Source: an optimization exercise on an open RTL-to-GDS flow (aim: small area and a short achievable clock period). Production flows keep margins and buffers that such runs may drop. At most, simulation tests tie the RTL to the original design; equivalence was not proved. No functional check of the RTL was part of runs 2 and 3. Power figures rest on the tool's default switching activity, not on a simulated workload.

`run.sh`:
```
#!/bin/bash
# synth_recipe.tcl (not shown) runs the flow's synth.tcl, then flattens the netlist and writes it again
# the make line also repeats each setting of config.mk as NAME=value (left out here)
make -C /OpenROAD-flow-scripts/flow DESIGN_CONFIG=/design/flow/config.mk WORK_HOME=/design/flow/orfs CLKGATE_MAP_FILE= SYNTH_SCRIPT=/design/flow/synth_recipe.tcl finish
```
`config.mk`:
```
export PLATFORM = sky130hd
export DESIGN_NAME = fp_narrow
export DESIGN_NICKNAME = fp_narrow
export VERILOG_FILES = /design/flow/design.v
export SDC_FILE = /design/flow/constraint.sdc
export NUM_CORES = 4
export LEC_CHECK = 0
export ABC_AREA = 1
export CAP_MARGIN = 20
export CORE_MARGIN = 2
export CORE_UTILIZATION = 40
export SLEW_MARGIN = 20
```
`constraint.sdc`:
```
create_clock -name core_clock -period 14.0 [get_ports {clk}]
set_input_delay 2.8000 -clock core_clock [delete_from_list [all_inputs] [get_ports {clk}]]
set_output_delay 2.8000 -clock core_clock [all_outputs]
set_load 0.01 [all_outputs]
```
`design.v`:
```
module fp_narrow (
    input  wire        clk,
    input  wire        rst,           
    input  wire        in_valid,
    input  wire [31:0] in_x,          
    input  wire [3:0]  in_fmt,        
    input  wire [2:0]  in_rmode,      
    input  wire        in_sat,        
    input  wire [15:0] in_r,          
    output reg         out_valid,
    output reg  [15:0] out_y,         
    output reg         out_ovf,       
    output reg         out_nan,       
    output reg         out_err        
);
    wire a_bf  = in_fmt == 4'h1;
    wire a_h   = in_fmt == 4'h2;
    wire a_e43 = in_fmt == 4'h3;
    wire a_e52 = in_fmt == 4'h4;
    wire a_e32 = in_fmt == 4'h7;
    wire a_e23 = in_fmt == 4'h8;
    wire a_e21 = in_fmt == 4'h9;
    wire a_int = in_fmt == 4'hA;
    wire a_fok = a_bf | a_h | a_e43 | a_e52 | a_e32 | a_e23 | a_e21 | a_int;
    wire a_finf = a_bf | a_h | a_e52;             
    wire a_rne = in_rmode == 3'd0;
    wire a_rup = in_rmode == 3'd2;
    wire a_rdn = in_rmode == 3'd3;
    wire a_sr  = in_rmode == 3'd4;
    wire a_err = ~a_fok | (in_rmode > 3'd4);
    wire        a_s    = in_x[31];
    wire [7:0]  ex     = in_x[30:23];
    wire [22:0] fr     = in_x[22:0];
    wire        ex_z   = ex == 8'h00;
    wire        ex_o   = ex == 8'hFF;
    wire        fr_z   = fr == 23'd0;
    wire        a_nan  = ex_o & ~fr_z;
    wire        a_inf  = ex_o & fr_z;
    wire [7:0]  eeff   = {ex[7:1], ex[0] | ex_z};
    reg [4:0] kp;
    reg [4:0] rmin;
    reg       normal, allout;
    always @* begin
        kp = 5'd4; rmin = 5'd3; normal = 1'b1; allout = 1'b0;
        if (a_h)   begin kp = 5'd17; rmin = 5'd0; normal = eeff >= 8'd113; allout = eeff < 8'd84;  end
        if (a_e43) begin kp = 5'd0;  rmin = 5'd7; normal = eeff >= 8'd121; allout = eeff < 8'd100; end
        if (a_e52) begin kp = 5'd25; rmin = 5'd8; normal = eeff >= 8'd113; allout = eeff < 8'd92;  end
        if (a_e32) begin kp = 5'd5;  rmin = 5'd8; normal = eeff >= 8'd125; allout = eeff < 8'd104; end
        if (a_e23) begin kp = 5'd6;  rmin = 5'd7; normal = eeff >= 8'd127; allout = eeff < 8'd104; end
        if (a_e21) begin kp = 5'd8;  rmin = 5'd9; normal = eeff >= 8'd127; allout = eeff < 8'd108; end
        if (a_int) begin kp = 5'd3;  rmin = 5'd4; normal = eeff >= 8'd127; allout = eeff < 8'd104; end
    end
    wire [4:0] a_rsh = normal ? rmin : allout ? 5'd31 : (kp - eeff[4:0]);
    reg [7:0] a_bz;
    always @* begin
        a_bz = 8'd0;
        if (a_bf)          a_bz = ex;
        if (a_h | a_e52)   a_bz = {3'd0, ~ex[4], ex[3:0]};
        if (a_e43)         a_bz = {4'd0, ~ex[3], ex[2:0]};
        if (a_e32)         a_bz = {5'd0, ~ex[2], ex[1:0]};
        if (a_e23 | a_e21) a_bz = {6'd0, ~ex[1], ex[0]};
        if (a_int)         a_bz = {7'd0, ex[0]};
        if (!normal)       a_bz = 8'd0;
    end
    reg over_lo, eq_max;
    always @* begin
        over_lo = 1'b0; eq_max = 1'b0;
        if (a_bf)  begin over_lo = 1'b0;
                         eq_max  = (ex == 8'd254) & (&fr[22:16]); end
        if (a_h)   begin over_lo = ex >= 8'd143;
                         eq_max  = (ex == 8'd142) & (&fr[22:13]); end
        if (a_e43) begin over_lo = (ex >= 8'd136) | ((ex == 8'd135) & (&fr[22:20]));
                         eq_max  = (ex == 8'd135) & (fr[22:20] == 3'b110); end
        if (a_e52) begin over_lo = ex >= 8'd143;
                         eq_max  = (ex == 8'd142) & (&fr[22:21]); end
        if (a_e32) begin over_lo = ex >= 8'd132;
                         eq_max  = (ex == 8'd131) & (&fr[22:21]); end
        if (a_e23) begin over_lo = ex >= 8'd130;
                         eq_max  = (ex == 8'd129) & (&fr[22:20]); end
        if (a_e21) begin over_lo = ex >= 8'd130;
                         eq_max  = (ex == 8'd129) & fr[22]; end
        if (a_int) begin over_lo = ex >= 8'd128;
                         eq_max  = (ex == 8'd127) & (&fr[22:17]); end
    end
    wire a_infpass = a_inf & a_finf & ~in_sat;
    wire a_ovf0 = ~a_err & ~a_nan & (a_inf ? ~a_infpass : over_lo);
    wire a_dir    = (a_rup & ~a_s) | (a_rdn & a_s);
    wire a_to_inf = ~in_sat & (a_finf | a_e43) &
                    (a_inf | a_rne | a_sr | a_dir);
    reg        v_q;
    reg        s_q, nan_q, err_q, infpass_q, ovf0_q, eqmax_q, toinf_q;
    reg        rne_q, sr_q, dir_q;
    reg [3:0]  fmt_q;
    reg [4:0]  rsh_q;
    reg [7:0]  bz_q;
    reg [23:0] m_q;
    reg [15:0] r_q;
    always @(posedge clk) begin
        if (rst) v_q <= 1'b0;
        else     v_q <= in_valid;
        s_q       <= a_s;
        nan_q     <= a_nan & ~a_err;
        err_q     <= a_err;
        infpass_q <= a_infpass & ~a_err;
        ovf0_q    <= a_ovf0;
        eqmax_q   <= eq_max;
        toinf_q   <= a_to_inf;
        rne_q     <= a_rne;
        sr_q      <= a_sr;
        dir_q     <= a_dir;
        fmt_q     <= in_fmt;
        rsh_q     <= a_rsh;
        bz_q      <= a_bz;
        m_q       <= {~ex_z, fr};
        r_q       <= in_r;
    end
    wire f_bf  = fmt_q == 4'h1;
    wire f_h   = fmt_q == 4'h2;
    wire f_e43 = fmt_q == 4'h3;
    wire f_e52 = fmt_q == 4'h4;
    wire f_e32 = fmt_q == 4'h7;
    wire f_e23 = fmt_q == 4'h8;
    wire f_e21 = fmt_q == 4'h9;
    wire f_int = fmt_q == 4'hA;
    wire [26:0] mx = {m_q, 3'b000};
    wire [26:0] s4 = rsh_q[4] ? {16'd0, mx[26:16]} : mx;
    wire [26:0] s3 = rsh_q[3] ? {8'd0, s4[26:8]}   : s4;
    wire [26:0] s2 = rsh_q[2] ? {4'd0, s3[26:4]}   : s3;
    wire [26:0] s1 = rsh_q[1] ? {2'd0, s2[26:2]}   : s2;
    wire [26:0] yy = rsh_q[0] ? {1'd0, s1[26:1]}   : s1;
    wire sticky = (rsh_q[4] & (mx[15:0] != 16'd0)) | (rsh_q[3] & (s4[7:0] != 8'd0)) |
                  (rsh_q[2] & (s3[3:0] != 4'd0))   | (rsh_q[1] & (s2[1:0] != 2'd0)) |
                  (rsh_q[0] & s1[0]);
    wire [10:0] lo = yy[26:16];
    wire [15:0] t  = yy[15:0];
    wire        below   = sticky | (t[14:0] != 15'd0);
    wire        inexact = below | t[15];
    wire [15:0] add     = sr_q ? r_q : rne_q ? 16'h7FFF : {16{dir_q}};
    wire        cin     = (rne_q & (sticky | lo[0])) | (dir_q & sticky);
    wire [16:0] rsum    = {1'b0, t} + {1'b0, add} + {16'd0, cin};
    wire        up      = rsum[16];
    reg [14:0] code_lo;
    always @* begin
        code_lo = 15'd0;
        if (f_bf)          code_lo = {bz_q, lo[6:0]};
        if (f_h)           code_lo = {bz_q[4:0], lo[9:0]};
        if (f_e43 | f_e23) code_lo = {4'd0, bz_q, lo[2:0]};
        if (f_e52 | f_e32) code_lo = {5'd0, bz_q, lo[1:0]};
        if (f_e21)         code_lo = {6'd0, bz_q, lo[0]};
        if (f_int)         code_lo = {1'd0, bz_q, lo[5:0]};
    end
    wire ovf = ovf0_q | (eqmax_q & up) | (sr_q & ~f_int & eqmax_q & inexact);
    wire        neg     = s_q & f_int;
    wire [14:0] fin_mag = (code_lo ^ {15{neg}}) + {14'd0, up ^ neg};
    reg [15:0] sbit, maxc, infc, nanc;
    always @* begin
        sbit = 16'd0; maxc = 16'd0; infc = 16'd0; nanc = 16'd0;
        if (f_bf)  begin sbit = {s_q, 15'd0}; maxc = 16'h7F7F; infc = 16'h7F80; nanc = 16'h7FC0; end
        if (f_h)   begin sbit = {s_q, 15'd0}; maxc = 16'h7BFF; infc = 16'h7C00; nanc = 16'h7E00; end
        if (f_e43) begin sbit = {8'd0, s_q, 7'd0}; maxc = 16'h007E; infc = 16'h007F; nanc = 16'h007F; end
        if (f_e52) begin sbit = {8'd0, s_q, 7'd0}; maxc = 16'h007B; infc = 16'h007C; nanc = 16'h007E; end
        if (f_e32) begin sbit = {10'd0, s_q, 5'd0}; maxc = 16'h001F; end
        if (f_e23) begin sbit = {10'd0, s_q, 5'd0}; maxc = 16'h001F; end
        if (f_e21) begin sbit = {12'd0, s_q, 3'd0}; maxc = 16'h0007; end
        if (f_int) begin maxc = s_q ? 16'h0081 : 16'h007F; end
    end
    wire [15:0] ovf_y = toinf_q ? (f_e43 ? infc : (sbit | infc))
                                : (f_int ? maxc : (sbit | maxc));
    wire [15:0] fin_y = f_int ? {8'd0, fin_mag[7:0]} : (sbit | {1'b0, fin_mag});
    wire [15:0] y = err_q ? 16'd0 :
                    nan_q ? nanc :
                    (ovf | infpass_q) ? ovf_y : fin_y;
    always @(posedge clk) begin
        if (rst) out_valid <= 1'b0;
        else     out_valid <= v_q;
        out_y   <= y;
        out_ovf <= ovf & ~nan_q & ~err_q;
        out_nan <= nan_q;
        out_err <= err_q;
    end
endmodule
```
==> flow_summary.html, run 1 <==
<table>
<tr><th>Metric</th><th>Value</th></tr>
<tr><th colspan="2">Timing</th></tr>
<tr><td>Accumulated negative setup slack</td><td>0 ns</td></tr>
<tr><td>Slew headroom</td><td>37.48%</td></tr>
<tr><td>Min Clock Period, post-route</td><td>5.492 ns</td></tr>
<tr><td>Max Clk Rate</td><td>182.1 MHz</td></tr>
<tr><td>Unrepaired setup endpoints after global routing</td><td>false</td></tr>
<tr><td>Setup violations, final</td><td>0</td></tr>
<tr><td>Clock Skews</td><td>0.01104 ns</td></tr>
<tr><td>Hold Vio Cnt, Final</td><td>0</td></tr>
<tr><td>Worst Tran Pin Value</td><td>0.9315 ns</td></tr>
<tr><td>Number of max-slew violations in the final report</td><td>0</td></tr>
<tr><td>Final worst-path cycle share</td><td>39.23%</td></tr>
<tr><th colspan="2">Floorplanning</th></tr>
<tr><td>DIE WIDTH</td><td>129.7 um</td></tr>
<tr><td>Floorplan Core Area</td><td>15310 um^2</td></tr>
<tr><td>I/O pin count</td><td>79</td></tr>
<tr><td># rows</td><td>45</td></tr>
<tr><td>Starting density of the core</td><td>41.27%</td></tr>
<tr><td>Die boundary height</td><td>129.7 um</td></tr>
<tr><td>Total Die Area</td><td>16820 um^2</td></tr>
<tr><th colspan="2">Setup path</th></tr>
<tr><td>Worst-path fanout max</td><td>5</td></tr>
<tr><td>Crit-path leading delay family</td><td>simple AND/OR/NAND/NOR gates</td></tr>
<tr><td>Capturing element of the worst setup path</td><td>rsh_q[4]</td></tr>
<tr><td>CP Capture Type</td><td>flip-flop</td></tr>
<tr><td>Worst reg-to-reg path cell count</td><td>34</td></tr>
<tr><td>CP Launch Type</td><td>primary input</td></tr>
<tr><td>Crit path buf inv count</td><td>4</td></tr>
<tr><td>Critical R2R Launch</td><td>rsh_q[4]</td></tr>
<tr><td>Worst setup slack for register-to-register paths</td><td>9.15 ns</td></tr>
<tr><td>Slowest cell delay on critical path</td><td>0.57 ns</td></tr>
<tr><td>Path length in cells of the critical path</td><td>15</td></tr>
<tr><td>R2R Path End</td><td>out_y[14]</td></tr>
<tr><td>Data arrival, critical path</td><td>5.70 ns</td></tr>
<tr><td>Crit path required time</td><td>14.21 ns</td></tr>
<tr><td>Chain of cells forming the critical path</td><td>clkdlybuf4s50_1 &gt; nor2_1 &gt; inv_1 &gt; nor3_1 &gt; nor2_1 &gt; inv_1 &gt; nor3_1 &gt; ha_1 &gt; inv_1 &gt; fa_1 &gt; nand3_1 &gt; nand2_1 &gt; xor2_1 &gt; xor2_1 &gt; a31oi_1</td></tr>
<tr><td>Most numerous cell on the critical path</td><td>sky130_fd_sc_hd__inv_1</td></tr>
<tr><td>Crit-path slowest cell</td><td>sky130_fd_sc_hd__nor3_1</td></tr>
<tr><td>Worst setup path start</td><td>in_fmt[2]</td></tr>
<tr><td>Class of the most critical setup path</td><td>in2reg</td></tr>
<tr><th colspan="2">Drt</th></tr>
<tr><td>Drt drc</td><td>0</td></tr>
<tr><td>Via count normalized by instance count</td><td>5.184</td></tr>
<tr><td>Final antenna-violating net count</td><td>0</td></tr>
<tr><td>First-pass DRT Iterations</td><td>5</td></tr>
<tr><td>Drt initial violations</td><td>610</td></tr>
<tr><td>Routed Wire Length</td><td>19330 um</td></tr>
<tr><td>Routed len/inst</td><td>14.86 um</td></tr>
<tr><td>Routed vias</td><td>6744</td></tr>
<tr><th colspan="2">Pwr</th></tr>
<tr><td>Power density normalized to cell area</td><td>107.2 nW/um^2</td></tr>
<tr><td>Standby leakage power</td><td>3.478 nW</td></tr>
<tr><td>Cell internal pwr</td><td>0.4969 mW</td></tr>
<tr><td>Peak supply drop</td><td>0.06461 mV</td></tr>
<tr><td>Switching power summed over all nets</td><td>0.3051 mW</td></tr>
<tr><td>Sw Ratio</td><td>38.04%</td></tr>
<tr><td>Comb pwr share</td><td>36.4%</td></tr>
<tr><td>Share of power burned in registers</td><td>35.0%</td></tr>
<tr><td>Clk network pwr share</td><td>28.6%</td></tr>
<tr><th colspan="2">Cells and area</th></tr>
<tr><td>Post-Route Utilization</td><td>48.86%</td></tr>
<tr><td>Count of non-filler cells in the finished layout</td><td>1301</td></tr>
<tr><td>Final #Nets</td><td>1168</td></tr>
<tr><td>Count of inserted antenna diode cells</td><td>0</td></tr>
<tr><td>Layout cells sized above 1</td><td>3.303%</td></tr>
<tr><td>Layout area overhead</td><td>18.39%</td></tr>
<tr><th colspan="2">Clocking</th></tr>
<tr><td>Longest Clk Path Bufs</td><td>2</td></tr>
<tr><td>Post-CTS Setup Repair Bufs</td><td>0</td></tr>
<tr><td>TritonCTS clock tree</td><td>built</td></tr>
<tr><td>Sinks on Clock Net</td><td>88</td></tr>
<tr><td>Clock tree root driver cell</td><td>sky130_fd_sc_hd__clkbuf_16</td></tr>
<tr><td>Clock slew seen by the registers of the worst setup and hold paths</td><td>0.06 ns</td></tr>
<tr><td>Htree depth</td><td>3</td></tr>
<tr><td>CTS hold repair buffers</td><td>0</td></tr>
<tr><td>Clock latency on the worst-skew pair</td><td>0.35 ns</td></tr>
<tr><td>Inserted Clock Buffers</td><td>9</td></tr>
<tr><td>Resized Gates After CTS</td><td>0</td></tr>
<tr><th colspan="2">Logic synthesis</th></tr>
<tr><td>Yosys top cell by area</td><td>sky130_fd_sc_hd__dfxtp_1</td></tr>
<tr><td>Area fraction of the dominant cell type after synthesis</td><td>27.87%</td></tr>
<tr><td>Number of instances in the synthesized netlist</td><td>1027</td></tr>
<tr><td>Leading cell type by number of instances after synthesis</td><td>sky130_fd_sc_hd__nand2_1</td></tr>
<tr><td>Sequential area share after synthesis</td><td>27.87%</td></tr>
<tr><td>Number of synthesized flops with an enable pin</td><td>0</td></tr>
<tr><td>Leading cell types by count after synthesis</td><td>sky130_fd_sc_hd__nand2_1, sky130_fd_sc_hd__nor2_1, sky130_fd_sc_hd__inv_1, sky130_fd_sc_hd__nand3_1, sky130_fd_sc_hd__dfxtp_1</td></tr>
<tr><td>Async set-reset flop share out of synthesis</td><td>0%</td></tr>
<tr><td>Dominant register cell in the synthesized netlist</td><td>sky130_fd_sc_hd__dfxtp_1</td></tr>
<tr><td>Number of warnings reported in the yosys synthesis log</td><td>1</td></tr>
<tr><td>Syn Nets</td><td>1110</td></tr>
<tr><td>Mean Syn Cell Area</td><td>6.155 um^2</td></tr>
<tr><td>Post-synth cell types</td><td>48</td></tr>
<tr><td>Total standard cell area after synthesis</td><td>6321 um^2</td></tr>
<tr><td>Seq cells post-synth</td><td>88</td></tr>
<tr><td>Leading post-synthesis cells by cell area</td><td>sky130_fd_sc_hd__dfxtp_1, sky130_fd_sc_hd__nand2_1, sky130_fd_sc_hd__nand3_1</td></tr>
<tr><th colspan="2">Status</th></tr>
<tr><td>Result of the run</td><td>finished clean</td></tr>
<tr><th colspan="2">Placement</th></tr>
<tr><td>Final RePlAce weighted congestion</td><td>0.9132</td></tr>
<tr><td>IO Port Bufs</td><td>78</td></tr>
<tr><td>Post-Place Cells</td><td>1285</td></tr>
<tr><td>Hpwl dp</td><td>15400 um</td></tr>
<tr><th colspan="2">Worst hold path</th></tr>
<tr><td>Hold Path Class</td><td>reg2reg</td></tr>
<tr><th colspan="2">Global route</th></tr>
<tr><td>Initial antenna violation count</td><td>0</td></tr>
<tr><td>Remaining global-route overflow</td><td>0</td></tr>
<tr><td>Wire length of the first global-routing pass</td><td>31770 um</td></tr>
<tr><td>GRT Overall Usage</td><td>23.78%</td></tr>
<tr><td>Largest net degree at the start of global routing</td><td>34</td></tr>
<tr><td>Via count of the first global-routing pass</td><td>6080</td></tr>
<tr><th colspan="2">Flow run</th></tr>
<tr><td>Reported max-cap violation count</td><td>0</td></tr>
</table>
[through the flow]
stage | total power, mW | hold WS (ns) | cell area, um^2 | worst slack, ns
3_3_place_gp | 0.5765 | 0.3878 | 7209 | 8.261
2_1_floorplan | 0.4927 | 0.3635 | 6321 | 9.253
3_5_place_dp | 0.5757 | 0.3916 | 7209 | 8.201
5_1_grt | 0.8652 | 0.4180 | 7483 | 8.271
6_report | 0.8020 | 0.3966 | 7483 | 8.508
4_1_cts | 0.8062 | 0.4005 | 7483 | 8.567
[state kept, by name (all words and copies together) (netlist names), 4 cells and up]
| name | count |
|---|---|
| m_q | 24 |
| out_y | 16 |
| r_q | 16 |
| bz_q | 8 |
| rsh_q | 5 |
| fmt_q | 4 |
[worst reg2reg max path, delay by kind of cell (launching register included)]
family	cells	cell delay, ns
and+or+nand+nor	23	1.91
AOI/OAI and AO/OA	5	0.79
DFF	1	0.70
adders and majority gates	3	0.66
buffers and inverters	2	0.47
xor gates and xnor gates	1	0.22
[power by group through the flow]
stage,Sequential [mW],Clock (mW),Combinational [mW]
after floorplan,0.279,0,0.213
after global placement,0.286,0,0.290
after detailed placement,0.286,0,0.290
after CTS,0.281,0.235,0.291
after global routing,0.283,0.246,0.336
final,0.280,0.229,0.292
[how the worst min path moves through the flow]
stage               startpoint      end  slack, ns  cells past startpoint
floorplan                err_q  out_err       0.36                      0
global placement         err_q  out_err       0.39                      0
detailed placement       err_q  out_err       0.39                      0
CTS                      err_q  out_err       0.40                      0
global route             err_q  out_err       0.42                      0
finish                   err_q  out_err       0.40                      0
[final cells by class]
class	count	area, um^2
clock buffer	11	232.7
sequential	88	1762
inverter	107	401.6
timing repair buffer	81	803.3
fill	1729	7831
tap	211	264.0
clock inverter	5	41.29
multi-input combinational	798	3979
[cell families after synthesis]
kind of cell             Yosys count  share of synthesized area, %
AO/OA/AOI/OAI                    158                         14.95
XOR/XNOR                          19                         2.633
adder cells (fa/ha/maj)           24                         4.869
buffers and inverters            141                         9.184
flip-flops                        88                         27.87
multiplexers                       7                         1.109
AND/OR/NAND/NOR                  590                         39.39
[cell usage in the layout, fill, tap and decap left out, types with 2 or more instances in the layout]
cell type,Yosys,layout
sky130_fd_sc_hd__clkdlybuf4s50_1,0,78
sky130_fd_sc_hd__clkbuf_16,0,9
sky130_fd_sc_hd__xnor2_1,6,6
sky130_fd_sc_hd__xor2_1,13,13
sky130_fd_sc_hd__a221oi_1,3,3
sky130_fd_sc_hd__inv_1,102,102
sky130_fd_sc_hd__dfxtp_1,88,88
sky130_fd_sc_hd__o21ai_2,5,5
sky130_fd_sc_hd__nand2_1,310,310
sky130_fd_sc_hd__o221ai_1,4,4
sky130_fd_sc_hd__o21ai_1,27,27
sky130_fd_sc_hd__o211ai_1,7,7
sky130_fd_sc_hd__a2111oi_0,2,2
sky130_fd_sc_hd__nand3_1,101,101
sky130_fd_sc_hd__a31oi_1,7,7
sky130_fd_sc_hd__nor4_1,9,9
sky130_fd_sc_hd__mux2i_1,7,7
sky130_fd_sc_hd__a211oi_1,8,8
sky130_fd_sc_hd__nand3b_1,4,4
sky130_fd_sc_hd__buf_4,2,3
sky130_fd_sc_hd__or2_2,2,2
sky130_fd_sc_hd__a21oi_1,31,31
sky130_fd_sc_hd__nand4_1,15,15
sky130_fd_sc_hd__nor2_2,3,3
sky130_fd_sc_hd__clkbuf_1,11,2
sky130_fd_sc_hd__o21ai_0,49,49
sky130_fd_sc_hd__o22ai_1,3,3
sky130_fd_sc_hd__inv_2,4,4
sky130_fd_sc_hd__nor3_1,21,21
sky130_fd_sc_hd__o2111ai_1,3,3
sky130_fd_sc_hd__ha_1,23,23
sky130_fd_sc_hd__nor2_1,119,119
sky130_fd_sc_hd__a41oi_1,3,3
[routing by layer]
metal  up-vias  track usage (%)  wire, um
li1       3516                -         -
met1      3003            33.47      9381
met3        32            3.649       899
met4         0            6.705       452
met5         -                0         0
met2       193            37.88      8595
==> run 2, diff against run 1 <==
--- a/design.v
+++ b/design.v
@@ -37,20 +37,28 @@
     wire        a_nan  = ex_o & ~fr_z;
     wire        a_inf  = ex_o & fr_z;
     wire [7:0]  eeff   = {ex[7:1], ex[0] | ex_z};
-    reg [4:0] kp;
+    reg [4:0] kq;         
     reg [4:0] rmin;
     reg       normal, allout;
     always @* begin
-        kp = 5'd4; rmin = 5'd3; normal = 1'b1; allout = 1'b0;
-        if (a_h)   begin kp = 5'd17; rmin = 5'd0; normal = eeff >= 8'd113; allout = eeff < 8'd84;  end
-        if (a_e43) begin kp = 5'd0;  rmin = 5'd7; normal = eeff >= 8'd121; allout = eeff < 8'd100; end
-        if (a_e52) begin kp = 5'd25; rmin = 5'd8; normal = eeff >= 8'd113; allout = eeff < 8'd92;  end
-        if (a_e32) begin kp = 5'd5;  rmin = 5'd8; normal = eeff >= 8'd125; allout = eeff < 8'd104; end
-        if (a_e23) begin kp = 5'd6;  rmin = 5'd7; normal = eeff >= 8'd127; allout = eeff < 8'd104; end
-        if (a_e21) begin kp = 5'd8;  rmin = 5'd9; normal = eeff >= 8'd127; allout = eeff < 8'd108; end
-        if (a_int) begin kp = 5'd3;  rmin = 5'd4; normal = eeff >= 8'd127; allout = eeff < 8'd104; end
-    end
-    wire [4:0] a_rsh = normal ? rmin : allout ? 5'd31 : (kp - eeff[4:0]);
+        kq = 5'd5; rmin = 5'd3; normal = 1'b1; allout = 1'b0;
+        if (a_h)   begin kq = 5'd18; rmin = 5'd0; normal = eeff >= 8'd113; allout = eeff < 8'd84;  end
+        if (a_e43) begin kq = 5'd1;  rmin = 5'd7; normal = eeff >= 8'd121; allout = eeff < 8'd100; end
+        if (a_e52) begin kq = 5'd26; rmin = 5'd8; normal = eeff >= 8'd113; allout = eeff < 8'd92;  end
+        if (a_e32) begin kq = 5'd6;  rmin = 5'd8; normal = eeff >= 8'd125; allout = eeff < 8'd104; end
+        if (a_e23) begin kq = 5'd7;  rmin = 5'd7; normal = eeff >= 8'd127; allout = eeff < 8'd104; end
+        if (a_e21) begin kq = 5'd9;  rmin = 5'd9; normal = eeff >= 8'd127; allout = eeff < 8'd108; end
+        if (a_int) begin kq = 5'd4;  rmin = 5'd4; normal = eeff >= 8'd127; allout = eeff < 8'd104; end
+    end
+    wire [4:0] ne = ~eeff[4:0];
+    wire [4:0] sg = kq & ne, sp = kq ^ ne;
+    wire [4:0] sc;
+    assign sc[0] = 1'b0;
+    assign sc[1] = sg[0];
+    assign sc[2] = sg[1] | (sp[1] & sg[0]);
+    assign sc[3] = sg[2] | (sp[2] & sg[1]) | (sp[2] & sp[1] & sg[0]);
+    assign sc[4] = sg[3] | (sp[3] & sg[2]) | (sp[3] & sp[2] & sg[1]) | (sp[3] & sp[2] & sp[1] & sg[0]);
+    wire [4:0] a_rsh = normal ? rmin : allout ? 5'd31 : (sp ^ sc);
     reg [7:0] a_bz;
     always @* begin
         a_bz = 8'd0;
@@ -137,8 +145,28 @@
     wire        inexact = below | t[15];
     wire [15:0] add     = sr_q ? r_q : rne_q ? 16'h7FFF : {16{dir_q}};
     wire        cin     = (rne_q & (sticky | lo[0])) | (dir_q & sticky);
-    wire [16:0] rsum    = {1'b0, t} + {1'b0, add} + {16'd0, cin};
-    wire        up      = rsum[16];
+    wire [15:0] g0 = t & add, p0 = t | add;
+    wire [7:0]  g1, p1;
+    wire [3:0]  g2, p2;
+    wire [1:0]  g3, p3;
+    genvar gi;
+    generate
+        for (gi = 0; gi < 8; gi = gi + 1) begin : g_l1
+            assign g1[gi] = g0[2*gi+1] | (p0[2*gi+1] & g0[2*gi]);
+            assign p1[gi] = p0[2*gi+1] & p0[2*gi];
+        end
+        for (gi = 0; gi < 4; gi = gi + 1) begin : g_l2
+            assign g2[gi] = g1[2*gi+1] | (p1[2*gi+1] & g1[2*gi]);
+            assign p2[gi] = p1[2*gi+1] & p1[2*gi];
+        end
+        for (gi = 0; gi < 2; gi = gi + 1) begin : g_l3
+            assign g3[gi] = g2[2*gi+1] | (p2[2*gi+1] & g2[2*gi]);
+            assign p3[gi] = p2[2*gi+1] & p2[2*gi];
+        end
+    endgenerate
+    wire g4 = g3[1] | (p3[1] & g3[0]);
+    wire p4 = p3[1] & p3[0];
+    wire up = g4 | (p4 & cin);
     reg [14:0] code_lo;
     always @* begin
         code_lo = 15'd0;
@@ -151,7 +179,9 @@
     end
     wire ovf = ovf0_q | (eqmax_q & up) | (sr_q & ~f_int & eqmax_q & inexact);
     wire        neg     = s_q & f_int;
-    wire [14:0] fin_mag = (code_lo ^ {15{neg}}) + {14'd0, up ^ neg};
+    wire [14:0] cx      = code_lo ^ {15{neg}};
+    wire [14:0] cx1     = cx + 15'd1;
+    wire [14:0] fin_mag = (up ^ neg) ? cx1 : cx;
     reg [15:0] sbit, maxc, infc, nanc;
     always @* begin
         sbit = 16'd0; maxc = 16'd0; infc = 16'd0; nanc = 16'd0;
==> flow/run.sh (new file) <==
#!/bin/bash
# The standard layout, with plain buf_1 cells (not delay buffers) on the ports.
set -euo pipefail
export BUFFER_PORTS_ARGS="-buffer_cell sky130_fd_sc_hd__buf_1"
bash standard.sh > make_finish.log 2>&1
==> standard.sh (new file) <==
#!/bin/bash
# synth_recipe.tcl (not shown) runs the flow's synth.tcl, then flattens the netlist and writes it again
# the make line also repeats each setting of config.mk as NAME=value (left out here)
make -C /OpenROAD-flow-scripts/flow DESIGN_CONFIG=/design/flow/config.mk WORK_HOME=/design/flow/orfs CLKGATE_MAP_FILE= SYNTH_SCRIPT=/design/flow/synth_recipe.tcl "${@:-finish}"
--- a/config.mk
+++ b/config.mk
@@ -9,4 +9,5 @@
 export CAP_MARGIN = 20
 export CORE_MARGIN = 2
 export CORE_UTILIZATION = 40
+export CTS_BUF_LIST = sky130_fd_sc_hd__clkbuf_8
 export SLEW_MARGIN = 20
removed: run.sh
==> run 2 against run 1 <==
Effect of this change: combinational power is 5% higher; first-iteration DRC count is 14% higher; critical path depth is 4 lower; synthesized cell count is 8.0% higher; sequential cell count stayed put; via count is 9.6% higher; power is 0.97% lower; clock power is 12% lower; cell count is 6.4% higher; non-clock buffer count is 1 lower; critical path type unchanged; largest cell class unchanged.
==> flow_summary.html, run 2 <==
<table>
<tr><th>Metric</th><th>Value</th></tr>
<tr><th colspan="2">Status</th></tr>
<tr><td>Result of the run</td><td>finished clean</td></tr>
<tr><th colspan="2">Timing</th></tr>
<tr><td>Setup violations, final</td><td>0 (unchanged)</td></tr>
<tr><td>Unrepaired setup endpoints after global routing</td><td>false</td></tr>
<tr><td>Worst Tran Pin Value</td><td>0.9903 ns (+0.05884 ns)</td></tr>
<tr><td>Clock Skews</td><td>0.01858 ns (+0.007541 ns)</td></tr>
<tr><td>Number of max-slew violations in the final report</td><td>0 (unchanged)</td></tr>
<tr><td>Slew headroom</td><td>33.89% (-3.6 points)</td></tr>
<tr><td>Min Clock Period, post-route</td><td>5.006 ns (-0.4861 ns)</td></tr>
<tr><td>Hold Vio Cnt, Final</td><td>0 (unchanged)</td></tr>
<tr><td>Final-layout worst hold slack</td><td>0.4095 ns (+0.01291 ns)</td></tr>
<tr><td>Max Clk Rate</td><td>199.7 MHz (+9.7%)</td></tr>
<tr><td>Final worst-path cycle share</td><td>35.76% (-3.5 points)</td></tr>
<tr><td>Accumulated negative setup slack</td><td>0 ns (unchanged)</td></tr>
<tr><th colspan="2">Cells and area</th></tr>
<tr><td>Highest-count cells in the layout ignoring fill and taps</td><td>sky130_fd_sc_hd__nand2_1, sky130_fd_sc_hd__nand3_1, sky130_fd_sc_hd__inv_1, sky130_fd_sc_hd__dfxtp_1, sky130_fd_sc_hd__nor2_1</td></tr>
<tr><td>Max reg flops</td><td>24 (unchanged)</td></tr>
<tr><td>Layout cells sized above 1</td><td>5.137% (+1.8 points)</td></tr>
<tr><td>Total of fill cells in the finished design</td><td>1840 (+6.4%)</td></tr>
<tr><td>Register with the highest flop count</td><td>m_q</td></tr>
<tr><td>Most frequent standard cell in the layout excluding fill and tap cells</td><td>sky130_fd_sc_hd__nand2_1</td></tr>
<tr><td>Layout area overhead</td><td>8.786%</td></tr>
<tr><td>Count of inserted antenna diode cells</td><td>0 (unchanged)</td></tr>
<tr><td>Final #Nets</td><td>1228 (+5.1%)</td></tr>
<tr><td>Largest regs</td><td>m_q x24, out_y x16, r_q x16</td></tr>
<tr><th colspan="2">Logic synthesis</th></tr>
<tr><td>Number of warnings reported in the yosys synthesis log</td><td>1 (unchanged)</td></tr>
<tr><td>Post-synth cell types</td><td>50 (+4.2%)</td></tr>
<tr><td>Syn Nets</td><td>1173 (+5.7%)</td></tr>
<tr><td>Area fraction of the dominant cell type after synthesis</td><td>26.72% (-1.2 points)</td></tr>
<tr><td>Number of instances in the synthesized netlist</td><td>1109 (+8.0%)</td></tr>
<tr><td>Dominant register cell in the synthesized netlist</td><td>sky130_fd_sc_hd__dfxtp_1</td></tr>
<tr><td>Leading cell types by count after synthesis</td><td>sky130_fd_sc_hd__nand2_1, sky130_fd_sc_hd__nand3_1, sky130_fd_sc_hd__inv_1, sky130_fd_sc_hd__dfxtp_1, sky130_fd_sc_hd__nor2_1</td></tr>
<tr><td>Number of synthesized flops with an enable pin</td><td>0 (unchanged)</td></tr>
<tr><td>Mean Syn Cell Area</td><td>5.946 um^2 (-3.4%)</td></tr>
<tr><td>Seq cells post-synth</td><td>88 (unchanged)</td></tr>
<tr><td>Async set-reset flop share out of synthesis</td><td>0% (unchanged)</td></tr>
<tr><td>Sequential area share after synthesis</td><td>26.72% (-1.2 points)</td></tr>
<tr><td>Total standard cell area after synthesis</td><td>6594 um^2 (+4.3%)</td></tr>
<tr><td>Leading post-synthesis cells by cell area</td><td>sky130_fd_sc_hd__dfxtp_1, sky130_fd_sc_hd__nand2_1, sky130_fd_sc_hd__nand3_1</td></tr>
<tr><td>Yosys top cell by area</td><td>sky130_fd_sc_hd__dfxtp_1</td></tr>
<tr><td>Leading cell type by number of instances after synthesis</td><td>sky130_fd_sc_hd__nand2_1</td></tr>
<tr><th colspan="2">Drt</th></tr>
<tr><td>Drt drc</td><td>0 (unchanged)</td></tr>
<tr><td>Routed len/inst</td><td>14.89 um (+0.24%)</td></tr>
<tr><td>Routed Wire Length</td><td>20610 um (+6.6%)</td></tr>
<tr><td>First-pass DRT Iterations</td><td>8 (+3)</td></tr>
<tr><td>Final antenna-violating net count</td><td>0 (unchanged)</td></tr>
<tr><td>Routed vias</td><td>7392 (+9.6%)</td></tr>
<tr><td>Via count normalized by instance count</td><td>5.341 (+3.0%)</td></tr>
<tr><td>Drt initial violations</td><td>697 (+14%)</td></tr>
<tr><th colspan="2">Global route</th></tr>
<tr><td>GRT Overall Usage</td><td>23.66% (-0.13 points)</td></tr>
<tr><td>Initial antenna violation count</td><td>0 (unchanged)</td></tr>
<tr><td>Via count of the first global-routing pass</td><td>6575 (+8.1%)</td></tr>
<tr><td>Largest net degree at the start of global routing</td><td>40 (+18%)</td></tr>
<tr><td>Remaining global-route overflow</td><td>0 (unchanged)</td></tr>
<tr><td>Wire length of the first global-routing pass</td><td>33590 um (+5.7%)</td></tr>
<tr><th colspan="2">Clocking</th></tr>
<tr><td>Clock latency on the worst-skew pair</td><td>0.39 ns (+0.04 ns)</td></tr>
<tr><td>Clock tree root driver cell</td><td>sky130_fd_sc_hd__clkbuf_8</td></tr>
<tr><td>CTS hold repair buffers</td><td>0 (unchanged)</td></tr>
<tr><td>TritonCTS clock tree</td><td>built</td></tr>
<tr><td>Sinks on Clock Net</td><td>88 (unchanged)</td></tr>
<tr><td>Longest Clk Path Bufs</td><td>2 (unchanged)</td></tr>
<tr><td>Resized Gates After CTS</td><td>0 (unchanged)</td></tr>
<tr><td>Post-CTS Setup Repair Bufs</td><td>0 (unchanged)</td></tr>
<tr><td>Htree depth</td><td>3 (unchanged)</td></tr>
<tr><td>Clock slew seen by the registers of the worst setup and hold paths</td><td>0.10 ns (+0.04 ns)</td></tr>
<tr><td>Inserted Clock Buffers</td><td>9 (unchanged)</td></tr>
<tr><th colspan="2">Floorplanning</th></tr>
<tr><td># rows</td><td>46 (+2.2%)</td></tr>
<tr><td>I/O pin count</td><td>79 (unchanged)</td></tr>
<tr><td>Floorplan Core Area</td><td>16000 um^2 (+4.5%)</td></tr>
<tr><td>Total Die Area</td><td>17530 um^2 (+4.2%)</td></tr>
<tr><td>Starting density of the core</td><td>41.21% (-0.064 points)</td></tr>
<tr><td>DIE WIDTH</td><td>132.4 um (+2.1%)</td></tr>
<tr><td>Die boundary height</td><td>132.4 um (+2.1%)</td></tr>
<tr><th colspan="2">Setup path</th></tr>
<tr><td>CP Launch Type</td><td>primary input</td></tr>
<tr><td>Class of the most critical setup path</td><td>in2reg</td></tr>
<tr><td>Worst-path fanout max</td><td>7 (+2)</td></tr>
<tr><td>Data arrival, critical path</td><td>5.28 ns (-0.42 ns)</td></tr>
<tr><td>Crit path required time</td><td>14.27 ns (+0.06 ns)</td></tr>
<tr><td>CP Capture Type</td><td>flip-flop</td></tr>
<tr><th colspan="2">Worst hold path</th></tr>
<tr><td>Hold Path Class</td><td>reg2reg</td></tr>
<tr><th colspan="2">Flow run</th></tr>
<tr><td>Reported max-cap violation count</td><td>0 (unchanged)</td></tr>
<tr><th colspan="2">Placement</th></tr>
<tr><td>IO Port Bufs</td><td>78 (unchanged)</td></tr>
<tr><td>Final RePlAce weighted congestion</td><td>0.9613 (+5.3%)</td></tr>
<tr><td>Hpwl dp</td><td>16350 um (+6.2%)</td></tr>
<tr><th colspan="2">Pwr</th></tr>
<tr><td>Peak supply drop</td><td>0.04970 mV (-23%)</td></tr>
<tr><td>Standby leakage power</td><td>3.390 nW (-2.5%)</td></tr>
<tr><td>Power density normalized to cell area</td><td>110.7 nW/um^2 (+3.3%)</td></tr>
</table>
## run 2: changes by cell type in the layout (fill, tap and decap cells not counted), moves of 19 or more
cell,change
sky130_fd_sc_hd__clkdlybuf4s50_1,-78
sky130_fd_sc_hd__buf_1,+78
sky130_fd_sc_hd__nand3_1,+73
sky130_fd_sc_hd__nand2_1,+51
sky130_fd_sc_hd__ha_1,-19
sky130_fd_sc_hd__a21oi_1,+25
sky130_fd_sc_hd__nor2_1,-38
## run 2: worst max-delay path, stage by stage
cell                      delay (ns)
sky130_fd_sc_hd__buf_1          0.26
sky130_fd_sc_hd__nand2_1        0.11
sky130_fd_sc_hd__nor3_1         0.61
sky130_fd_sc_hd__inv_1          0.14
sky130_fd_sc_hd__nand2_1        0.14
sky130_fd_sc_hd__nor3_1         0.07
sky130_fd_sc_hd__ha_1           0.24
sky130_fd_sc_hd__fa_1           0.39
sky130_fd_sc_hd__or2_2          0.30
sky130_fd_sc_hd__a21oi_1        0.13
sky130_fd_sc_hd__o21ai_0        0.09
## run 2: final timing paths
kind | depth (start not counted) | start | slack, ns | to
worst max-delay path | 11 | in_fmt[0] | 8.99 | rsh_q[2]
worst min-delay path | 2 | v_q | 0.41 | out_valid
worst max register to register | 20 | rsh_q[2] | 10.32 | out_y[1]
worst min register to register | 2 | v_q | 0.41 | out_valid
## run 2: through the flow
stage	power, mW	cells	util, %	instance area, um^2	worst slack, ns
5_1_grt	0.8576	1384	44.83	7173	8.843
3_5_place_dp	0.5931	1369	43.40	6944	8.652
2_1_floorplan	0.5302	1109	-	6594	9.324
4_1_cts	0.7971	1384	44.83	7173	9.066
6_report	0.7942	1384	44.83	7173	8.994
3_3_place_gp	0.5939	1369	43.40	6944	8.735
## run 2: layout make-up
| class | count | area [um^2] | share of cell area, % |
|---|---|---|---|
| tap | 216 | 270.3 | 3.768 |
| sequential | 88 | 1762 | 24.56 |
| multi-input combinational | 881 | 4209 | 58.68 |
| inverter | 104 | 395.4 | 5.512 |
| clock inverter | 4 | 77.57 | 1.081 |
| clock buffer | 11 | 151.4 | 2.111 |
| timing repair buffer | 80 | 307.8 | 4.291 |
## run 2: kinds of logic after synthesis
family                   after synthesis  synth area share (%)
AND/OR/NAND/NOR                      712                 48.18
XOR/XNOR                              11                 1.575
AO/OA/AOI/OAI                        153                 13.02
flip-flops                            88                 26.72
buffers and inverters                140                 9.450
adder cells (fa/ha/maj)                5                 1.063
## run 2: power breakdown
part | internal [mW] | switching, mW
logic | 0.0973 | 0.211
clock network | 0.110 | 0.0913
registers | 0.267 | 0.0180
total | 0.474 | 0.321
## run 2: per-layer routing
metal | vias to the layer above | wire length [um] | track usage, %
li1 | 3795 | - | -
met1 | 3276 | 10210 | 34.79
met2 | 291 | 8761 | 35.90
met3 | 30 | 1277 | 3.306
met4 | 0 | 361 | 6.750
met5 | - | 0 | 0
==> run 3, diff against run 2 <==
==> flow/run.sh (replaced) <==
#!/bin/bash
# The standard layout, with plain buf_1 cells (not delay buffers) on the ports,
# and timing repair asked for 10 ns of setup margin (the clock and the
# constraints are the design's).
set -euo pipefail
export BUFFER_PORTS_ARGS="-buffer_cell sky130_fd_sc_hd__buf_1"
export SETUP_SLACK_MARGIN=10
bash standard.sh > make_finish.log 2>&1
==> run 3 against run 2 <==
Effect of this change: wire length increased by 2.9%; clock power increased by 8%; worst setup slack improved by 0.80 ns; sequential power increased by 2%; critical path depth increased by 3; cell count increased by 2.5%; critical path type unchanged; largest cell class unchanged.
==> flow_summary.html, run 3 <==
<table>
<tr><th>Metric</th><th>Value</th></tr>
<tr><th colspan="2">Logic synthesis</th></tr>
<tr><td>Dominant register cell in the synthesized netlist</td><td>sky130_fd_sc_hd__dfxtp_1</td></tr>
<tr><td>Post-synthesis share of cell area spent on and, or, nand and nor gates</td><td>48.18% (unchanged)</td></tr>
<tr><td>Syn Nets</td><td>1173 (unchanged)</td></tr>
<tr><td>Area fraction of the dominant cell type after synthesis</td><td>26.72% (unchanged)</td></tr>
<tr><td>Number of synthesized flops with an enable pin</td><td>0 (unchanged)</td></tr>
<tr><td>Leading cell types by count after synthesis</td><td>sky130_fd_sc_hd__nand2_1, sky130_fd_sc_hd__nand3_1, sky130_fd_sc_hd__inv_1, sky130_fd_sc_hd__dfxtp_1, sky130_fd_sc_hd__nor2_1</td></tr>
<tr><td>Mean Syn Cell Area</td><td>5.946 um^2 (unchanged)</td></tr>
<tr><td>Number of instances in the synthesized netlist</td><td>1109 (unchanged)</td></tr>
<tr><td>Async set-reset flop share out of synthesis</td><td>0% (unchanged)</td></tr>
<tr><td>Total standard cell area after synthesis</td><td>6594 um^2 (unchanged)</td></tr>
<tr><td>Dominant combinational cell family by area after synthesis</td><td>simple AND/OR/NAND/NOR gates</td></tr>
<tr><td>Xor-xnor portion of the synthesized cell area</td><td>1.575% (unchanged)</td></tr>
<tr><td>Number of warnings reported in the yosys synthesis log</td><td>1 (unchanged)</td></tr>
<tr><td>Post-synth cell types</td><td>50 (unchanged)</td></tr>
<tr><td>Leading cell type by number of instances after synthesis</td><td>sky130_fd_sc_hd__nand2_1</td></tr>
<tr><td>Leading post-synthesis cells by cell area</td><td>sky130_fd_sc_hd__dfxtp_1, sky130_fd_sc_hd__nand2_1, sky130_fd_sc_hd__nand3_1</td></tr>
<tr><td>Area fraction in compound gates after synthesis</td><td>13.02% (unchanged)</td></tr>
<tr><td>Fraction of synthesized area in multiplexers</td><td>0% (unchanged)</td></tr>
<tr><td>Seq cells post-synth</td><td>88 (unchanged)</td></tr>
<tr><td>Sequential area share after synthesis</td><td>26.72% (unchanged)</td></tr>
<tr><td>Adder and majority cell fraction of the synthesized area</td><td>1.063% (unchanged)</td></tr>
<tr><td>Yosys top cell by area</td><td>sky130_fd_sc_hd__dfxtp_1</td></tr>
<tr><th colspan="2">Drt</th></tr>
<tr><td>Drt initial violations</td><td>519 (-26%)</td></tr>
<tr><td>Routed vias</td><td>7522 (+1.8%)</td></tr>
<tr><td>Drt drc</td><td>0 (unchanged)</td></tr>
<tr><td>Routed Wire Length</td><td>21200 um (+2.9%)</td></tr>
<tr><td>Routed len/inst</td><td>14.94 um (+0.33%)</td></tr>
<tr><td>First-pass DRT Iterations</td><td>5 (-3)</td></tr>
<tr><td>Final antenna-violating net count</td><td>0 (unchanged)</td></tr>
<tr><td>Via count normalized by instance count</td><td>5.301 (-0.75%)</td></tr>
<tr><th colspan="2">Timing</th></tr>
<tr><td>Final worst-path cycle share</td><td>30.07% (-5.7 points)</td></tr>
<tr><td>Accumulated negative setup slack</td><td>0 ns (unchanged)</td></tr>
<tr><td>Setup violations, final</td><td>0 (unchanged)</td></tr>
<tr><td>Min Clock Period, post-route</td><td>4.210 ns (-0.7964 ns)</td></tr>
<tr><td>Max Clk Rate</td><td>237.5 MHz (+19%)</td></tr>
<tr><td>Unrepaired setup endpoints after global routing</td><td>true</td></tr>
<tr><td>Clock Skews</td><td>0.01634 ns (-0.002243 ns)</td></tr>
<tr><td>Hold Vio Cnt, Final</td><td>0 (unchanged)</td></tr>
<tr><td>Worst Tran Pin Value</td><td>0.9640 ns (-0.02629 ns)</td></tr>
<tr><td>Number of max-slew violations in the final report</td><td>0 (unchanged)</td></tr>
<tr><td>Slew headroom</td><td>35.64% (+1.8 points)</td></tr>
<tr><th colspan="2">Worst hold path</th></tr>
<tr><td>Hold path startpoint</td><td>v_q</td></tr>
<tr><td>Endpoint with the worst hold slack</td><td>out_valid</td></tr>
<tr><td>Hold Path Class</td><td>reg2reg</td></tr>
<tr><td>Worst hold path cell count</td><td>2 (unchanged)</td></tr>
<tr><th colspan="2">Setup path</th></tr>
<tr><td>Crit path buf inv count</td><td>6 (+4)</td></tr>
<tr><td>Critical R2R Launch</td><td>rsh_q[3]</td></tr>
<tr><td>Worst reg-to-reg path cell count</td><td>16 (-20%)</td></tr>
<tr><td>R2R Path End</td><td>out_y[8]</td></tr>
<tr><td>CP Capture Type</td><td>flip-flop</td></tr>
<tr><td>Class of the most critical setup path</td><td>in2reg</td></tr>
<tr><td>CP Launch Type</td><td>primary input</td></tr>
<tr><td>Crit path required time</td><td>14.26 ns (about the same)</td></tr>
<tr><td>Worst setup slack for register-to-register paths</td><td>10.51 ns (+0.19 ns)</td></tr>
<tr><td>Data arrival, critical path</td><td>4.47 ns (-0.81 ns)</td></tr>
<tr><td>Crit-path leading delay family</td><td>simple AND/OR/NAND/NOR gates</td></tr>
<tr><td>Crit-path slowest cell</td><td>sky130_fd_sc_hd__ha_1</td></tr>
<tr><td>Chain of cells forming the critical path</td><td>buf_12 &gt; inv_2 &gt; nor2_4 &gt; inv_2 &gt; nor2_4 &gt; inv_2 &gt; nor2_4 &gt; nor3_2 &gt; ha_1 &gt; buf_4 &gt; buf_4 &gt; or2_4 &gt; a21oi_2 &gt; o21ai_1</td></tr>
<tr><td>Worst-path fanout max</td><td>5 (-2)</td></tr>
<tr><td>Slowest cell delay on critical path</td><td>0.33 ns (-0.28 ns)</td></tr>
<tr><th colspan="2">Global route</th></tr>
<tr><td>Wire length of the first global-routing pass</td><td>34700 um (+3.3%)</td></tr>
<tr><td>Met2 demand-to-capacity share in global routing</td><td>37.13% (+1.2 points)</td></tr>
<tr><td>Initial antenna violation count</td><td>0 (unchanged)</td></tr>
<tr><td>Largest net degree at the start of global routing</td><td>40 (unchanged)</td></tr>
<tr><td>Via count of the first global-routing pass</td><td>6949 (+5.7%)</td></tr>
<tr><td>Met1 demand-to-capacity share in global routing</td><td>34.44% (-0.35 points)</td></tr>
<tr><td>Remaining global-route overflow</td><td>0 (unchanged)</td></tr>
<tr><td>GRT Overall Usage</td><td>24.22% (+0.56 points)</td></tr>
<tr><td>Busiest metal layer after global routing</td><td>met2</td></tr>
<tr><td>Met3 track utilization from global routing</td><td>3.153% (-0.15 points)</td></tr>
<tr><th colspan="2">Cells and area</th></tr>
<tr><td>Largest regs</td><td>m_q x24, out_y x16, r_q x16</td></tr>
<tr><td>Most frequent standard cell in the layout excluding fill and tap cells</td><td>sky130_fd_sc_hd__nand2_1</td></tr>
<tr><td>Register with the highest flop count</td><td>m_q</td></tr>
<tr><td>Count of inserted antenna diode cells</td><td>0 (unchanged)</td></tr>
<tr><td>Post-Route Utilization</td><td>48.97% (+4.1 points)</td></tr>
<tr><td>Max reg flops</td><td>24 (unchanged)</td></tr>
<tr><td>Highest-count cells in the layout ignoring fill and taps</td><td>sky130_fd_sc_hd__nand2_1, sky130_fd_sc_hd__nand3_1, sky130_fd_sc_hd__dfxtp_1, sky130_fd_sc_hd__inv_1, sky130_fd_sc_hd__buf_1</td></tr>
<tr><td>Final #Nets</td><td>1262 (+2.8%)</td></tr>
<tr><td>Layout area overhead</td><td>18.82%</td></tr>
<tr><td>Layout cells sized above 1</td><td>14.05% (+8.9 points)</td></tr>
<tr><th colspan="2">Clocking</th></tr>
<tr><td>TritonCTS clock tree</td><td>built</td></tr>
<tr><td>Clock tree root driver cell</td><td>sky130_fd_sc_hd__clkbuf_8</td></tr>
<tr><td>Inserted Clock Buffers</td><td>9 (unchanged)</td></tr>
<tr><td>Htree depth</td><td>3 (unchanged)</td></tr>
<tr><td>Clock slew seen by the registers of the worst setup and hold paths</td><td>0.09 ns (about the same)</td></tr>
<tr><td>CTS hold repair buffers</td><td>0 (unchanged)</td></tr>
<tr><td>Longest Clk Path Bufs</td><td>2 (unchanged)</td></tr>
<tr><td>Sinks on Clock Net</td><td>88 (unchanged)</td></tr>
<tr><td>Clock latency on the worst-skew pair</td><td>0.38 ns (about the same)</td></tr>
<tr><th colspan="2">Flow run</th></tr>
<tr><td>Reported max-cap violation count</td><td>0 (unchanged)</td></tr>
<tr><th colspan="2">Floorplanning</th></tr>
<tr><td>I/O pin count</td><td>79 (unchanged)</td></tr>
<tr><td>DIE WIDTH</td><td>132.4 um (unchanged)</td></tr>
<tr><td># rows</td><td>46 (unchanged)</td></tr>
<tr><td>Die boundary height</td><td>132.4 um (unchanged)</td></tr>
<tr><td>Starting density of the core</td><td>41.21% (unchanged)</td></tr>
<tr><td>Floorplan Core Area</td><td>16000 um^2 (unchanged)</td></tr>
<tr><td>Total Die Area</td><td>17530 um^2 (unchanged)</td></tr>
<tr><th colspan="2">Placement</th></tr>
<tr><td>Hpwl dp</td><td>16420 um (+0.43%)</td></tr>
<tr><td>IO Port Bufs</td><td>78 (unchanged)</td></tr>
<tr><td>Final RePlAce weighted congestion</td><td>0.9472 (-1.5%)</td></tr>
<tr><th colspan="2">Status</th></tr>
<tr><td>Result of the run</td><td>finished clean</td></tr>
<tr><th colspan="2">Pwr</th></tr>
<tr><td>Power density normalized to cell area</td><td>106.2 nW/um^2 (-4.1%)</td></tr>
<tr><td>Peak supply drop</td><td>0.04537 mV (-8.7%)</td></tr>
<tr><td>Standby leakage power</td><td>3.648 nW (+7.6%)</td></tr>
</table>
## run 3: cell counts after synthesis
No cell type changed its count.
## run 3: logic make-up (layout without fill, tap and decap cells)
| logic type | count (synthesis) | after routing |
|---|---|---|
| AOI/OAI and AO/OA | 153 | 153 |
| adders and majority gates | 5 | 5 |
| and+or+nand+nor | 712 | 712 |
| buffers and inverters | 140 | 234 |
| DFF | 88 | 88 |
| xor gates and xnor gates | 11 | 11 |
## run 3: layout make-up
class	instances	area (um^2)
Fill cell	1788	8165
Inverter	104	420.4
Multi-Input combinational cell	881	4489
Timing Repair Buffer	114	640.6
Clock inverter	7	125.1
Tap cell	216	270.3
Clock buffer	9	123.9
Sequential cell	88	1765
## run 3: power by group
part | total (mW) | switching [mW] | leakage, nW | internal [mW]
registers | 0.292 | 0.0247 | 0.731 | 0.267
clock network | 0.218 | 0.0973 | 0.125 | 0.121
logic | 0.323 | 0.214 | 2.79 | 0.109
total | 0.832 | 0.336 | 3.65 | 0.497
## run 3: worst max path at each step
stage | start | end | cells after the start
after floorplan | in_fmt[1] | rsh_q[2] | 9
after global placement | in_fmt[3] | rsh_q[4] | 15
after detailed placement | in_fmt[0] | rsh_q[2] | 11
after CTS | in_x[27] | rsh_q[2] | 10
after global routing | in_fmt[3] | rsh_q[4] | 15
final | in_fmt[3] | rsh_q[2] | 14
## run 3: tightest hold or removal path, cell delays in order (launching register included)
cell                      delay (ns)
sky130_fd_sc_hd__dfxtp_1        0.31
sky130_fd_sc_hd__inv_1          0.04
sky130_fd_sc_hd__nor2_1         0.03
## run 3: metrics by stage
stage	setup slack, ns	cell area, um^2	cells	hold slack [ns]	total power [mW]
2_1_floorplan	9.604	6726	1109	0.3513	0.5340
3_3_place_gp	9.018	7062	1367	0.3892	0.5968
3_5_place_dp	8.967	7062	1367	0.3956	0.5974
4_1_cts	9.847	7695	1409	0.4086	0.8297
5_1_grt	9.672	7835	1419	0.4137	0.8940
6_report	9.790	7835	1419	0.4097	0.8322
## run 3: layer usage
metal	routed length, um	vias to the layer above
met4	589	0
li1	-	3866
met3	1355	43
met5	0	-
met2	9034	296
met1	10220	3317
## run 3: repair_timing
action                                  4_1_cts  5_1_grt
resized for setup                            64       22
pin swaps                                    24       16
hold endpoints to repair                      0        0
endpoints found under the setup margin       22       31
cloned                                        0        0
buffers inserted                             26       10
==> run 4, diff against run 3 <==
--- a/design.v
+++ b/design.v
@@ -136,20 +136,21 @@
     wire [26:0] s2 = rsh_q[2] ? {4'd0, s3[26:4]}   : s3;
     wire [26:0] s1 = rsh_q[1] ? {2'd0, s2[26:2]}   : s2;
     wire [26:0] yy = rsh_q[0] ? {1'd0, s1[26:1]}   : s1;
-    wire sticky = (rsh_q[4] & (mx[15:0] != 16'd0)) | (rsh_q[3] & (s4[7:0] != 8'd0)) |
-                  (rsh_q[2] & (s3[3:0] != 4'd0))   | (rsh_q[1] & (s2[1:0] != 2'd0)) |
-                  (rsh_q[0] & s1[0]);
     wire [10:0] lo = yy[26:16];
     wire [15:0] t  = yy[15:0];
-    wire        below   = sticky | (t[14:0] != 15'd0);
-    wire        inexact = below | t[15];
-    wire [15:0] add     = sr_q ? r_q : rne_q ? 16'h7FFF : {16{dir_q}};
-    wire        cin     = (rne_q & (sticky | lo[0])) | (dir_q & sticky);
-    wire [15:0] g0 = t & add, p0 = t | add;
+    wire [23:11] pm;
+    assign pm[11] = m_q[11:0] != 12'd0;
+    genvar gi;
+    generate for (gi = 12; gi < 24; gi = gi + 1) begin : g_pm
+        assign pm[gi] = pm[gi-1] | m_q[gi];
+    end endgenerate
+    wire below = (rsh_q >= 5'd12) ? pm[23] : pm[5'd11 + rsh_q[3:0]];
+    wire inexact = below | t[15];
+    wire [15:0] g0 = t & r_q, p0 = t | r_q;
     wire [7:0]  g1, p1;
     wire [3:0]  g2, p2;
-    wire [1:0]  g3, p3;
-    genvar gi;
+    wire [1:0]  g3;
+    wire [1:0]  p3;
     generate
         for (gi = 0; gi < 8; gi = gi + 1) begin : g_l1
             assign g1[gi] = g0[2*gi+1] | (p0[2*gi+1] & g0[2*gi]);
@@ -164,9 +165,8 @@
             assign p3[gi] = p2[2*gi+1] & p2[2*gi];
         end
     endgenerate
-    wire g4 = g3[1] | (p3[1] & g3[0]);
-    wire p4 = p3[1] & p3[0];
-    wire up = g4 | (p4 & cin);
+    wire sr_up = g3[1] | (p3[1] & g3[0]);
+    wire up = (rne_q & t[15] & (below | lo[0])) | (dir_q & inexact) | (sr_q & sr_up);
     reg [14:0] code_lo;
     always @* begin
         code_lo = 15'd0;
==> run 4 against run 3 <==
Effect of this change: still clean on timing, DRC and antenna; cell count is 0.85% lower; synthesized cell count is 2.7% lower; area after synthesis is 1.5% lower; sequential power is 4% lower; global-route usage is 0.90 points higher; die area is 1.5% lower; worst setup slack better by 0.016 ns; clock-buffer cell count stayed put; maximum frequency is 0.39% higher; critical endpoint is now rsh_q[1]; highest routed layer unchanged.
==> flow_summary.html, run 4 <==
<table>
<tr><th>Metric</th><th>Value</th></tr>
<tr><th colspan="2">Status</th></tr>
<tr><td>Result of the run</td><td>finished clean</td></tr>
<tr><th colspan="2">Clocking</th></tr>
<tr><td>Clock latency on the worst-skew pair</td><td>0.39 ns (about the same)</td></tr>
<tr><td>Longest Clk Path Bufs</td><td>2 (unchanged)</td></tr>
<tr><td>Sinks on Clock Net</td><td>88 (unchanged)</td></tr>
<tr><td>CTS hold repair buffers</td><td>0 (unchanged)</td></tr>
<tr><td>Inserted Clock Buffers</td><td>9 (unchanged)</td></tr>
<tr><td>Clock tree root driver cell</td><td>sky130_fd_sc_hd__clkbuf_8</td></tr>
<tr><td>Htree depth</td><td>3 (unchanged)</td></tr>
<tr><th colspan="2">Global route</th></tr>
<tr><td>GRT Overall Usage</td><td>25.12% (+0.90 points)</td></tr>
<tr><td>Initial antenna violation count</td><td>0 (unchanged)</td></tr>
<tr><td>Via count of the first global-routing pass</td><td>6787 (-2.3%)</td></tr>
<tr><td>Largest net degree at the start of global routing</td><td>35 (-13%)</td></tr>
<tr><td>Wire length of the first global-routing pass</td><td>35080 um (+1.1%)</td></tr>
<tr><th colspan="2">Timing</th></tr>
<tr><td>Slew headroom</td><td>51.69% (+16 points)</td></tr>
<tr><td>Unrepaired setup endpoints after global routing</td><td>true</td></tr>
<tr><td>Setup violations, final</td><td>0 (unchanged)</td></tr>
<tr><td>Final setup slack of the worst path</td><td>9.806 ns (+0.01638 ns)</td></tr>
<tr><td>Max Clk Rate</td><td>238.5 MHz (+0.39%)</td></tr>
<tr><td>Clock Skews</td><td>0.02113 ns (+0.004786 ns)</td></tr>
<tr><td>Hold Vio Cnt, Final</td><td>0 (unchanged)</td></tr>
<tr><td>Final worst-path cycle share</td><td>29.95% (-0.12 points)</td></tr>
<tr><td>Number of max-slew violations in the final report</td><td>0 (unchanged)</td></tr>
<tr><td>Accumulated negative setup slack</td><td>0 ns (unchanged)</td></tr>
<tr><th colspan="2">Floorplanning</th></tr>
<tr><td># rows</td><td>46 (unchanged)</td></tr>
<tr><td>Floorplan Core Area</td><td>15890 um^2 (-0.72%)</td></tr>
<tr><td>Starting density of the core</td><td>40.89% (-0.32 points)</td></tr>
<tr><td>I/O pin count</td><td>79 (unchanged)</td></tr>
<tr><th colspan="2">Setup path</th></tr>
<tr><td>Class of the most critical setup path</td><td>in2reg</td></tr>
<tr><td>Worst-path fanout max</td><td>5 (unchanged)</td></tr>
<tr><td>CP Capture Type</td><td>flip-flop</td></tr>
<tr><td>CP Launch Type</td><td>primary input</td></tr>
<tr><th colspan="2">Pwr</th></tr>
<tr><td>Power density normalized to cell area</td><td>100.6 nW/um^2 (-5.3%)</td></tr>
<tr><td>Total power</td><td>0.7963 mW (-4.3%)</td></tr>
<tr><th colspan="2">Logic synthesis</th></tr>
<tr><td>Post-synth cell types</td><td>53 (+6.0%)</td></tr>
<tr><td>Mean Syn Cell Area</td><td>6.019 um^2 (+1.2%)</td></tr>
<tr><td>Yosys top cell by area</td><td>sky130_fd_sc_hd__dfxtp_1</td></tr>
<tr><td>Leading cell types by count after synthesis</td><td>sky130_fd_sc_hd__nand2_1, sky130_fd_sc_hd__nand3_1, sky130_fd_sc_hd__inv_1, sky130_fd_sc_hd__nor2_1, sky130_fd_sc_hd__dfxtp_1</td></tr>
<tr><td>Leading cell type by number of instances after synthesis</td><td>sky130_fd_sc_hd__nand2_1</td></tr>
<tr><td>Area fraction of the dominant cell type after synthesis</td><td>27.12% (+0.41 points)</td></tr>
<tr><td>Syn Nets</td><td>1144 (-2.5%)</td></tr>
<tr><td>Async set-reset flop share out of synthesis</td><td>0% (unchanged)</td></tr>
<tr><td>Number of warnings reported in the yosys synthesis log</td><td>1 (unchanged)</td></tr>
<tr><td>Sequential area share after synthesis</td><td>27.12% (+0.41 points)</td></tr>
<tr><td>Number of synthesized flops with an enable pin</td><td>0 (unchanged)</td></tr>
<tr><td>Leading post-synthesis cells by cell area</td><td>sky130_fd_sc_hd__dfxtp_1, sky130_fd_sc_hd__nand2_1, sky130_fd_sc_hd__nand3_1</td></tr>
<tr><td>Number of instances in the synthesized netlist</td><td>1079 (-2.7%)</td></tr>
<tr><td>Total standard cell area after synthesis</td><td>6495 um^2 (-1.5%)</td></tr>
<tr><td>Dominant register cell in the synthesized netlist</td><td>sky130_fd_sc_hd__dfxtp_1</td></tr>
<tr><th colspan="2">Drt</th></tr>
<tr><td>Via count normalized by instance count</td><td>5.350 (+0.93%)</td></tr>
<tr><td>Final antenna-violating net count</td><td>0 (unchanged)</td></tr>
<tr><td>Drt initial violations</td><td>671 (+29%)</td></tr>
<tr><td>Routed len/inst</td><td>15.98 um (+6.9%)</td></tr>
<tr><td>Routed vias</td><td>7528 (+0.080%)</td></tr>
<tr><td>First-pass DRT Iterations</td><td>5 (unchanged)</td></tr>
<tr><th colspan="2">Cells and area</th></tr>
<tr><td>Largest regs</td><td>m_q x24, out_y x16, r_q x16</td></tr>
<tr><td>Layout cells sized above 1</td><td>16.12% (+2.1 points)</td></tr>
<tr><td>Count of inserted antenna diode cells</td><td>0 (unchanged)</td></tr>
<tr><td>Total of fill cells in the finished design</td><td>1734 (-3.0%)</td></tr>
<tr><td>Highest-count cells in the layout ignoring fill and taps</td><td>sky130_fd_sc_hd__nand2_1, sky130_fd_sc_hd__nand3_1, sky130_fd_sc_hd__inv_1, sky130_fd_sc_hd__nor2_1, sky130_fd_sc_hd__dfxtp_1</td></tr>
<tr><td>Layout area overhead</td><td>21.85%</td></tr>
<tr><td>Count of non-filler cells in the finished layout</td><td>1407 (-0.85%)</td></tr>
<tr><td>Register with the highest flop count</td><td>m_q</td></tr>
<tr><td>Final #Nets</td><td>1252 (-0.79%)</td></tr>
<tr><td>Register area</td><td>1762 um^2 (-0.21%)</td></tr>
<tr><th colspan="2">Worst hold path</th></tr>
<tr><td>Worst hold path cell count</td><td>2 (unchanged)</td></tr>
<tr><td>Hold Path Class</td><td>reg2reg</td></tr>
<tr><th colspan="2">Placement</th></tr>
<tr><td>Setup slack at placement</td><td>9.041 ns (+0.07363 ns)</td></tr>
<tr><td>Post-Place Cells</td><td>1344 (-1.7%)</td></tr>
<tr><td>IO Port Bufs</td><td>78 (unchanged)</td></tr>
<tr><td>Final RePlAce weighted congestion</td><td>1.099 (+16%)</td></tr>
<tr><td>Hpwl dp</td><td>16480 um (+0.35%)</td></tr>
</table>
## run 4: cell count changes after synthesis, moves of 5 or more
cell and delta:
sky130_fd_sc_hd__inv_1 +17, sky130_fd_sc_hd__nand2_1 -66, sky130_fd_sc_hd__nand4_1 -9, sky130_fd_sc_hd__nand3_2 -5, sky130_fd_sc_hd__nand3_1 -19, sky130_fd_sc_hd__a31oi_1 +6, sky130_fd_sc_hd__nor2_1 +31, sky130_fd_sc_hd__a21oi_1 -14
sky130_fd_sc_hd__nor3_1 +8, sky130_fd_sc_hd__o211ai_1 +5, sky130_fd_sc_hd__o21ai_0 +13
## run 4: stage by stage
step	area (um^2)	hold slack, ns	util, %
2_1_floorplan	6564	0.3883	-
3_3_place_gp	6935	0.3919	43.66
3_5_place_dp	6935	0.3960	43.66
4_1_cts	7541	0.4106	47.47
5_1_grt	7914	0.4328	49.82
6_report	7914	0.4082	49.82
## run 4: worst max-delay path, cell delays in order
cell                      delay [ns]
sky130_fd_sc_hd__buf_12         0.11
sky130_fd_sc_hd__nor4_4         0.41
sky130_fd_sc_hd__buf_4          0.20
sky130_fd_sc_hd__nor2_4         0.04
sky130_fd_sc_hd__inv_2          0.07
sky130_fd_sc_hd__a21oi_4        0.05
sky130_fd_sc_hd__ha_4           0.16
sky130_fd_sc_hd__fa_2           0.39
sky130_fd_sc_hd__o21ai_1        0.14
sky130_fd_sc_hd__o21ai_1        0.08
## run 4: final cells by class
class                   instances  share of cell area, %
flip-flops and latches         88                  22.26
clock inverters                 6                  1.170
multi-input cells             836                  55.73
well taps                     216                  3.415
repair buffers                131                  9.913
inverters                     121                  5.945
clock buffers                   9                  1.565
## run 4: repair_timing
| item | CTS | global route |
|---|---|---|
| setup endpoints to repair | 15 | 31 |
| resized for setup | 60 | 72 |
| buffers inserted | 30 | 18 |
| pin swaps | 26 | 37 |
## run 4: routing by layer
| metal | part of all wire [%] | track usage [%] | wire length (um) | vias to the layer above |
|---|---|---|---|---|
| met5 | 0 | 0 | 0 | - |
| met4 | 3.2 | 9.360 | 718 | 0 |
| met3 | 6.8 | 4.475 | 1529 | 47 |
| met2 | 44 | 39.01 | 9955 | 276 |
| met1 | 46 | 34.74 | 10280 | 3411 |
| li1 | - | - | - | 3794 |
## run 4: cells by family (layout without fill, tap and decap cells)
family / after synthesis / after routing / share of synthesized area (%)
simple gates: 646 / 646 / 43.79
compound gates: 163 / 163 / 14.27
buf+inv: 155 / 267 / 10.56
flops: 88 / 88 / 27.12
xor+xnor: 19 / 19 / 2.678
fa+ha+maj: 6 / 6 / 1.271
mux: 2 / 2 / 0.3082
## run 4: power by group
part / internal (mW) / leakage (nW) / total, mW / switching [mW]
combinational: 0.104 / 2.77 / 0.313 / 0.208
sequential: 0.266 / 0.731 / 0.279 / 0.0129
clock: 0.101 / 0.102 / 0.205 / 0.104
total: 0.471 / 3.61 / 0.796 / 0.325
## run 4: final timing paths
path,startpoint,to,slack (ns)
worst max register to register,rsh_q[4],out_y[9],10.09
worst min-delay path,v_q,out_valid,0.41
worst max-delay path,in_fmt[1],rsh_q[1],9.81
worst min register to register,v_q,out_valid,0.41

Re-timed with assumed drivers on the ports (clkbuf_16 on the clock, buf_2 on other inputs), run 4 has 9.784 ns of setup slack against 9.806 ns with ideal ports, and 9.366 ns once port delays also move by the mid clock arrival of 0.418 ns.
